What follows belongs to an exercise in optimizing a design on an open flow for small area, a short achievable clock period and few clock cycles; a production flow would make more cautious choices. Only simulation tests tie the RTL to the original design; equivalence was not proved. No activity file was given, so power comes from the tool's default toggle rates.

## quartz
==> flow/design.v (excerpt) <==
module thm_ff (
    input  wire        clk,
    input  wire        rst,
    input  wire        cmd_valid,
    output wire        cmd_ready,
    input  wire [1:0]  cmd_op,
    input  wire [4:0]  cmd_idx,
    input  wire [15:0] cmd_data,
    input  wire [11:0] cmd_half,
    input  wire [7:0]  cmd_w0,
    input  wire [7:0]  cmd_w1,
    input  wire [7:0]  cmd_w2,
    input  wire [7:0]  cmd_w3,
    input  wire [15:0] cmd_gain,
    input  wire [15:0] cmd_dclk,
    input  wire [15:0] cmd_heat,
    input  wire [15:0] cmd_stamp,
    input  wire [1:0]  cmd_dist,
    input  wire        cmd_last,
    output reg         res_valid,
    output wire [15:0] res_q,
    output wire [15:0] res_ff
);
Size: ~6900 cells after synthesis, ~1500 flip-flops, about 71000 um2 of cells after synthesis.
clock: 12.0 ns
lec_check: 0
cap_margin: 20
core_margin: 2
core_utilization: 40
place_density: 0.6
slew_margin: 20
synth_memory_max_bits: 8192
run.sh (not shown) runs the stock make flow with config.mk's settings and CLKGATE_MAP_FILE= SYNTH_SCRIPT=/design/flow/synth_recipe.tcl, a recipe that flattens the netlist after the stock synthesis.
Testbench counts of quartz, summed over its fixed seeds: cycles 56,265.
Here is what was changed in the inputs of indigo compared with quartz.
- PLACE_DENSITY changed from 0.6 to 0.75
- CORE_UTILIZATION changed from 40 to 60
==> flow/flow/run.sh (new file) <==
#!/bin/bash
# The standard layout (the standard.sh: standard synthesis, floorplan,
# placement, CTS, routing) with a larger setup slack margin for ORFS's timing
# repair, so that repair_timing sizes and buffers the design towards a
# shorter period than the 12 ns clock asks for. The SDC is not changed.
set -euo pipefail
MARGIN=$(cat flow/margin.txt)
bash standard.sh SETUP_SLACK_MARGIN=$MARGIN finish > standard.log 2>&1
==> flow/flow/margin.txt (new file) <==
8.0
==> flow/standard.sh (new file) <==
#!/bin/bash
# synth_recipe.tcl (not shown) runs the flow's synth.tcl, then flattens the netlist and writes it again
# the make line also repeats each setting of config.mk as NAME=value (left out here)
make -C /OpenROAD-flow-scripts/flow DESIGN_CONFIG=/design/flow/config.mk WORK_HOME=/design/flow/orfs CLKGATE_MAP_FILE= SYNTH_SCRIPT=/design/flow/synth_recipe.tcl "${@:-finish}"
removed: flow/run.sh
--- outcome ---
[compare] base=quartz new=indigo: instance count after placement with tap cells included fell 8.9%; wire length moved down; final cell count went down by 814.
sky130_fd_sc_hd__edfxtp_1 as the cell at the slowest stage of the critical path was reported by indigo, and sky130_fd_sc_hd__clkdlybuf4s50_1 by quartz.
Largest net degree at the start of global routing, quartz and indigo, higher one = indigo.
indigo: fraction of power consumed by combinational cells 0.4 points above quartz
#### Input delta (willow over indigo)
- CORE_UTILIZATION: 60 -> 40
- PLACE_DENSITY: 0.75 -> 0.6
Notes after the runs:
Per the comparison of willow with indigo, worst path arrival time moved up, number of rows in the core area went up by about 23%.
STATUS worst slack at placement: willow wins against indigo
The sequential cell power in willow was lower than what indigo gave.
For indigo, the timing startpoint of the critical path was u_mc[14]$_DFFE_PP_, unlike willow, where it was d5_x[1]$_SDFF_PN1_.
The final-layout worst hold slack reported for willow is greater than that of indigo by 0.012 ns.
indigo and willow ended up with nearly the same global placer's final weighted congestion.
For placed instance count, dividing the value from indigo by the value from willow gives 0.911.


Another version of the RTL of thm_ff (not shown whole).
For scale: roughly 6700 cells after synthesis, ~1400 flip-flops, roughly 170 I/O pins, roughly 69000 µm² of cells after synthesis.
export LEC_CHECK = 0
export CAP_MARGIN = 20
export CORE_MARGIN = 2
export CORE_UTILIZATION = 60
export PLACE_DENSITY = 0.75
export SLEW_MARGIN = 20
export SYNTH_MEMORY_MAX_BITS = 8192
create_clock -name core_clock -period 12.0 [get_ports {clk}]
standard.sh (not shown) runs the stock make flow with config.mk's settings and CLKGATE_MAP_FILE= SYNTH_SCRIPT=/design/flow/synth_recipe.tcl, a recipe that flattens the netlist after the stock synthesis.
==> flow/flow/run.sh <==
#!/bin/bash
# The standard layout (the standard.sh: standard synthesis, floorplan,
# placement, CTS, routing) with a larger setup slack margin for ORFS's timing
# repair, so that repair_timing sizes and buffers the design towards a
# shorter period than the 12 ns clock asks for. The SDC is not changed.
set -euo pipefail
MARGIN=$(cat flow/margin.txt)
bash standard.sh SETUP_SLACK_MARGIN=$MARGIN finish > standard.log 2>&1
==> flow/flow/margin.txt <==
8.5
The first run passed the timing, design-rule and antenna checks.
Testbench counts at the start, summed over its fixed seeds: cycles 56,265.
Next try:
==> flow/flow/margin.txt (replaced) <==
9.0
What happened: The changed run completed with no timing, DRC or antenna violations. Count of clock-buffer cells in the layout came out lower by 2. Total power grows by 10%. Via count came out higher by 4.5%.
Next try:
==> flow/flow/margin.txt (replaced) <==
8.5
CORE_UTILIZATION = 40   (was 60)
PLACE_DENSITY = 0.6   (was 0.75)
Routed wire length drops by 4.9%.
Global-route usage drops by 11 points.
Setup slack got worse by 77 ps.
Cell count climbs by 6.9%.
First-iteration DRC count drops by 26%.
Final area drops by about 4.4%.
Combinational power drops by 20%.
Power drops by about 6.6%.
Via count drops by 6.6%.
Non-clock buffer count drops by 208.
Area after synthesis stays the same.


run A:
Another version of the RTL of thm_ff (not shown whole).
Size: about 6500 cells after synthesis, ~1400 flip-flops, roughly 170 I/O pins, roughly 0.067 mm² of cells after synthesis.
Design thm_ff, start of the top module:
module thm_ff (
    input  wire        clk,
    input  wire        rst,
    input  wire        cmd_valid,
    output wire        cmd_ready,
    input  wire [1:0]  cmd_op,
    input  wire [4:0]  cmd_idx,
    input  wire [15:0] cmd_data,
    input  wire [11:0] cmd_half,
    input  wire [7:0]  cmd_w0,
    input  wire [7:0]  cmd_w1,
    input  wire [7:0]  cmd_w2,
    input  wire [7:0]  cmd_w3,
    input  wire [15:0] cmd_gain,
    input  wire [15:0] cmd_dclk,
    input  wire [15:0] cmd_heat,
    input  wire [15:0] cmd_stamp,
    input  wire [1:0]  cmd_dist,
    input  wire        cmd_last,
    output reg         res_valid,
    output wire [15:0] res_q,
    output wire [15:0] res_ff
);
export LEC_CHECK = 0
export CAP_MARGIN = 20
export CORE_MARGIN = 2
export CORE_UTILIZATION = 60
export PLACE_DENSITY = 0.75
export SLEW_MARGIN = 20
export SYNTH_MEMORY_MAX_BITS = 8192
create_clock -name core_clock -period 12.0 [get_ports {clk}]
==> flow/flow/margin.txt <==
8.5
Scripts as last shown in full above: flow/flow/run.sh
No stage failed in run A, and the final checks on the layout all came back clean.
Testbench counts of run A, summed over its fixed seeds: cycles 56,137.
> inputs changed (run A -> run B)
diff --git a/flow/config.mk b/flow/config.mk
--- a/flow/config.mk
+++ b/flow/config.mk
@@ -9,4 +9,6 @@
 export CORE_MARGIN = 2
 export CORE_UTILIZATION = 60
+export CTS_CLUSTER_DIAMETER = 100
+export CTS_CLUSTER_SIZE = 25
 export PLACE_DENSITY = 0.75
 export SLEW_MARGIN = 20
Every stage of the flow completed for run B, and the final layout passed the timing, design-rule and antenna checks. In the reports for run B and run A, the larger post-route total power belongs to run A. Sort run B and run A by number of clock-tree buffers in the layout desc -> top: run A. Run B ended with more largest stage delay on the critical path than run A. Of run B and run A, the run reporting the higher achievable clock frequency was run B. Route | run B vs run A | wire shorter in run B. Hold slack in run B is 0.0046 ns above run A. Delta (run B minus run A): clock period minus worst slack -0.028 ns; part of the power in the clock network -9.5 points. Where worst-case vdd ir drop is concerned, run A is outperformed by run B.
Changes in run C relative to run B:
diff --git a/flow/config.mk b/flow/config.mk
--- a/flow/config.mk
+++ b/flow/config.mk
@@ -10,5 +10,5 @@
 export CORE_UTILIZATION = 60
 export CTS_CLUSTER_DIAMETER = 100
-export CTS_CLUSTER_SIZE = 25
+export CTS_CLUSTER_SIZE = 22
 export PLACE_DENSITY = 0.75
 export SLEW_MARGIN = 20
Notes after the runs:
- Run C has completed all stages; timing, DRC and antenna checks passed.
- Run C: antenna diode count 1 above run B
- Compare run C and run B | data arrival time of the worst path lower: run C
- When run C is set beside run B, its number of detailed-route iterations in the first pass turns out to be 2 larger.
- When run C is measured against run B, its clock skew turns out 0.019 ns higher.
### run C -> run D
==> flow/flow/margin.txt <==
8.25
### Flow results
Design area (run D vs. run C) decreases slightly
Run C has higher clock-cell share of area than run D.
Across both runs, worst slack at placement was lower for run D than for run C.
Run D vs run C: clock-buffer cell count up slightly
diff inputs: run D => run E
==> flow/flow/margin.txt <==
8.5
diff --git a/flow/config.mk b/flow/config.mk
--- a/flow/config.mk
+++ b/flow/config.mk
@@ -8,8 +8,6 @@
 export CAP_MARGIN = 20
 export CORE_MARGIN = 2
-export CORE_UTILIZATION = 60
-export CTS_CLUSTER_DIAMETER = 100
-export CTS_CLUSTER_SIZE = 22
-export PLACE_DENSITY = 0.75
+export CORE_UTILIZATION = 70
+export PLACE_DENSITY = 0.85
 export SLEW_MARGIN = 20
 export SYNTH_MEMORY_MAX_BITS = 8192
--- outcome ---
- Compared run E against run D; number of multi-input logic gates within noise.
- The higher diode insertion count for antenna repair came out of run E.
- Run E drops more vias than run D.
- Compared with run D, run E shows fraction of area in registers lower by 1.6 points.
- Min number of cells upsized or downsized after cts across run E and run D: run D
- On run E: power in the clock group is 63% higher than what run D gave.
- From run D to run E the numbers moved as follows: starting density of the core climbed 10 points; wire length now larger; overall power went up 15%; tap cell instance count lost 223.
diff inputs: run E => run F
diff --git a/flow/config.mk b/flow/config.mk
--- a/flow/config.mk
+++ b/flow/config.mk
@@ -9,4 +9,6 @@
 export CORE_MARGIN = 2
 export CORE_UTILIZATION = 70
+export CTS_CLUSTER_DIAMETER = 100
+export CTS_CLUSTER_SIZE = 22
 export PLACE_DENSITY = 0.85
 export SLEW_MARGIN = 20
--- outcome ---
On worst vdd rail ir drop, run E loses to run F. Run F ended up with fewer standard cells than run E. Side by side, number of signal-net buffers in the layout turned out lower in run F than in run E. Changes observed in run F relative to run E: area of all placed cells without fillers saw a decrease; post-synthesis register bit count flat.

==> separate check: timing with driven ports <==
Ports are ideal in the flow. The routed layouts listed here were re-timed in OpenROAD.
Step 1 assumes that a clkbuf_16 drives the clock port and a buf_2 every other input.
Step 2 adds t to the input delays and takes it off the output delays; t is the mean of the earliest and latest rising clock arrival at the registers after step 1. Input paths then give back, and output paths get back, about the clock's delay inside the block.
a / b / c = ideal ports / drivers / drivers and shift; a / b = the first two.
| run | t, ns | slack for setup (ns) | hold WS [ns] | pins driven straight from the clock port |
|---|---|---|---|---|
| quartz | 0.861 | 7.585 / 7.503 / 7.453 | 0.292 / 0.292 / 0.292 | 1 |
| indigo | 0.863 | 8.039 / 7.962 / 7.315 | 0.292 / 0.292 / 0.292 | 1 |
| willow | 0.863 | 8.039 / 7.976 / 7.452 | 0.303 / 0.303 / 0.303 | 1 |
| the first run of note 2 | 0.822 | 8.177 / 8.101 / 7.792 | 0.293 / 0.293 / 0.293 | 1 |
| the second run of note 2 | 0.842 | 8.159 / 8.083 / 7.984 | 0.293 / 0.293 / 0.293 | 1 |
| the third run of note 2 | 0.877 | 8.082 / 7.997 / 7.733 | 0.249 / 0.249 / 0.249 | 1 |
| run A | 0.834 | 8.205 / 8.130 / 7.722 | 0.309 / 0.309 / 0.309 | 1 |
| run B | 0.770 | 8.233 / 8.158 / 7.736 | 0.314 / 0.314 / 0.314 | 1 |
| run C | 0.770 | 8.249 / 8.176 / 7.704 | 0.291 / 0.291 / 0.291 | 1 |
| run D | 0.751 | 8.184 / 8.114 / 7.642 | 0.308 / 0.308 / 0.308 | 1 |
| run E | 0.849 | 8.191 / 8.113 / 7.586 | 0.312 / 0.312 / 0.312 | 1 |
| run F | 0.770 | 8.259 / 8.184 / 7.707 | 0.314 / 0.314 / 0.314 | 1 |
After both steps setup and hold are still met in every run listed. The setup slack of indigo, which loses most, moves by -0.077 ns with the drivers and by -0.724 ns with both steps.
